Background: an optimization exercise with open tools, aiming at small area, a short achievable clock period and few clock cycles per item. Do not read the settings as production practice.
At most, simulation tests tie the RTL to the original design; equivalence was not proved.
Power figures rest on the tool's default switching activity, not on a simulated workload.

## run a
// vfix_unit
module vfix_unit #(
    parameter LANES = 4
) (
    input  wire                  clk,
    input  wire                  rst,
    input  wire                  in_valid,
    output wire                  in_ready,
    input  wire [2:0]            in_func,
    input  wire                  in_type,
    input  wire [1:0]            in_rnd,
    input  wire                  in_zero,
    input  wire [LANES-1:0]      in_pred,
    input  wire [16*LANES-1:0]   in_a,
    input  wire [16*LANES-1:0]   in_b,
    input  wire [16*LANES-1:0]   in_c,
    input  wire [16*LANES-1:0]   in_d,
    output reg                   out_valid,
    output reg  [16*LANES-1:0]   out_d,
    output reg                   out_sat
);
    assign in_ready = 1'b1;
    wire f_fma  = (in_func == 3'd1);
    wire f_fms  = (in_func == 3'd2);
    wire f_lerp = (in_func == 3'd3);
    wire f_add  = (in_func == 3'd4);
    wire f_sub  = (in_func == 3'd5);
    wire f_rsh  = (in_func == 3'd6);
    wire f_conv = (in_func == 3'd7);
    wire f_pow2 = in_func[2];            
    wire typ    = in_type;
    wire a_sgn  = f_conv ? typ : ~typ;   
    wire neg    = f_fms | f_sub;         
    wire k15 = f_fms ? (in_rnd != 2'd0) : (in_rnd != 2'd1);
    wire klo = f_fms & ~in_rnd[1];
    wire [17*LANES-1:0] bma_all;
    genvar gl;
    generate
        for (gl = 0; gl < LANES; gl = gl + 1) begin : g_sub
  ...
==> flow/config.mk <==
export PLATFORM = sky130hd
export DESIGN_NAME = vfix_unit
export DESIGN_NICKNAME = vfix_unit
export VERILOG_FILES = /design/flow/design.v
export SDC_FILE = /design/flow/constraint.sdc
export NUM_CORES = 8
export LEC_CHECK = 0
export ABC_AREA = 1
export CAP_MARGIN = 0
export CORE_MARGIN = 2
export CORE_UTILIZATION = 65
export CTS_CLUSTER_DIAMETER = 80
export CTS_CLUSTER_SIZE = 25
export SLEW_MARGIN = 0
export SYNTH_HIERARCHICAL = 1
==> flow/constraint.sdc <==
create_clock -name core_clock -period 25.0 [get_ports {clk}]
set_input_delay 5.0000 -clock core_clock [delete_from_list [all_inputs] [get_ports {clk}]]
set_output_delay 5.0000 -clock core_clock [all_outputs]
set_load 0.01 [all_outputs]
standard.sh (not shown) runs the stock make flow with config.mk's settings and CLKGATE_MAP_FILE= SYNTH_SCRIPT=/design/flow/synth_recipe.tcl, a recipe that flattens the netlist after the stock synthesis.
==> flow/flow/run.sh <==
#!/bin/bash
# Standard synthesis and layout, with buf_2 cells as the port buffers; the
# layout's timing repair aims at a setup slack of MARGIN ns (the clock
# period and constraints are unchanged) on the worst endpoints, and may
# resize cells across footprints.
set -euo pipefail
MARGIN=19
bash standard.sh synth > synth.log 2>&1
bash standard.sh "BUFFER_PORTS_ARGS=-buffer_cell sky130_fd_sc_hd__buf_2" \
    SETUP_SLACK_MARGIN=$MARGIN TNS_END_PERCENT=5 MATCH_CELL_FOOTPRINT=0 finish > layout.log 2>&1
The following lists how run b was set up differently from run a:
--- a/flow/design.v
+++ b/flow/design.v
@@ -10,20 +10,21 @@
 );
     wire [18:0] Ye = {Y, 1'b0};
     reg  [8:0] one, two, nb;
     integer i;
     always @* begin
         for (i = 0; i < 9; i = i + 1) begin
             one[i] = Ye[2*i+1] ^ Ye[2*i];
             two[i] = (Ye[2*i+2] & ~Ye[2*i+1] & ~Ye[2*i]) | (~Ye[2*i+2] & Ye[2*i+1] & Ye[2*i]);
             nb[i]  = Ye[2*i+2] ^ neg;
         end
+        two[8] = 1'b0;
     end
     wire [17:0] Xs = {X[16], X};
     wire [17:0] X2 = {X, 1'b0};
     wire [17:0] pp0 = ((({18{one[0]}} & Xs) | ({18{two[0]}} & X2)) ^ {18{nb[0]}}) ^ 18'h20000;
     wire [17:0] pp1 = ((({18{one[1]}} & Xs) | ({18{two[1]}} & X2)) ^ {18{nb[1]}}) ^ 18'h20000;
     wire [17:0] pp2 = ((({18{one[2]}} & Xs) | ({18{two[2]}} & X2)) ^ {18{nb[2]}}) ^ 18'h20000;
     wire [17:0] pp3 = ((({18{one[3]}} & Xs) | ({18{two[3]}} & X2)) ^ {18{nb[3]}}) ^ 18'h20000;
     wire [17:0] pp4 = ((({18{one[4]}} & Xs) | ({18{two[4]}} & X2)) ^ {18{nb[4]}}) ^ 18'h20000;
     wire [17:0] pp5 = ((({18{one[5]}} & Xs) | ({18{two[5]}} & X2)) ^ {18{nb[5]}}) ^ 18'h20000;
     wire [17:0] pp6 = ((({18{one[6]}} & Xs) | ({18{two[6]}} & X2)) ^ {18{nb[6]}}) ^ 18'h20000;
## What came out
- Final standard cell utilization of the core was higher in run b than in run a.
- Measured against each other, run b and run a differ in global-route usage, the higher figure coming from run a.
- Routed wire in run b totals less than in run a.
- Run b vs run a: wire length of the first global-routing pass down slightly
- ~same clock network area share in run b and run a
- Run b reports a higher simple-gate area share of the yosys netlist than run a does.
- Category of the most critical setup path: input pin to flip-flop -> run a, flip-flop to output pin -> run b
- Of run b and run a, run a shows the lower count of clock-buffer cells in the layout, with run b above it.
- Diff run b and run a: adder-cell share of the synthesized area higher in run b
- Diff run a -> run b: first-iteration DRC count increased 2.6%; synthesized cell count decreased about 0.6%; number of distinct library cell variants in the gate-level netlist after synthesis moved up; leakage power shows no meaningful change.
Testbench counts of run b, summed over its fixed seeds: cycles 16,024, items 16,000.
For run a, only the layout was checked, not whether the RTL still works.

[re-timing with driven ports]
How much do the figures lean on ideal ports? The routed layouts below were timed once more, with nothing changed but the port constraints.
Step 1 sets driving cells, clkbuf_16 on the clock port and buf_2 on the other inputs (assumed; they add their load-dependent delay and slew).
Step 2, shift: input delay + t, output delay - t, t = (earliest + latest rising clock arrival at the registers) / 2. This alone moves slack from input paths to output paths.
Slacks: ideal ports / drivers / drivers and shift; pairs: ideal ports / drivers.
| run | shift t [ns] | setup WS [ns] | worst hold slack (ns) | worst setup path at the end | worst register clock-pin slew, ns |
|---|---|---|---|---|---|
| run a | 0.671 | 18.789 / 18.768 / 18.103 | 0.333 / 0.333 / 0.333 | input to register | 0.10 / 0.10 |
| run b | 0.669 | 18.891 / 18.824 / 18.253 | 0.340 / 0.340 / 0.340 | input to register | 0.10 / 0.10 |
After both steps every run listed still meets setup and hold. For run a, which loses most, drivers alone change the setup slack by -0.021 ns; drivers and shift together by -0.686 ns.
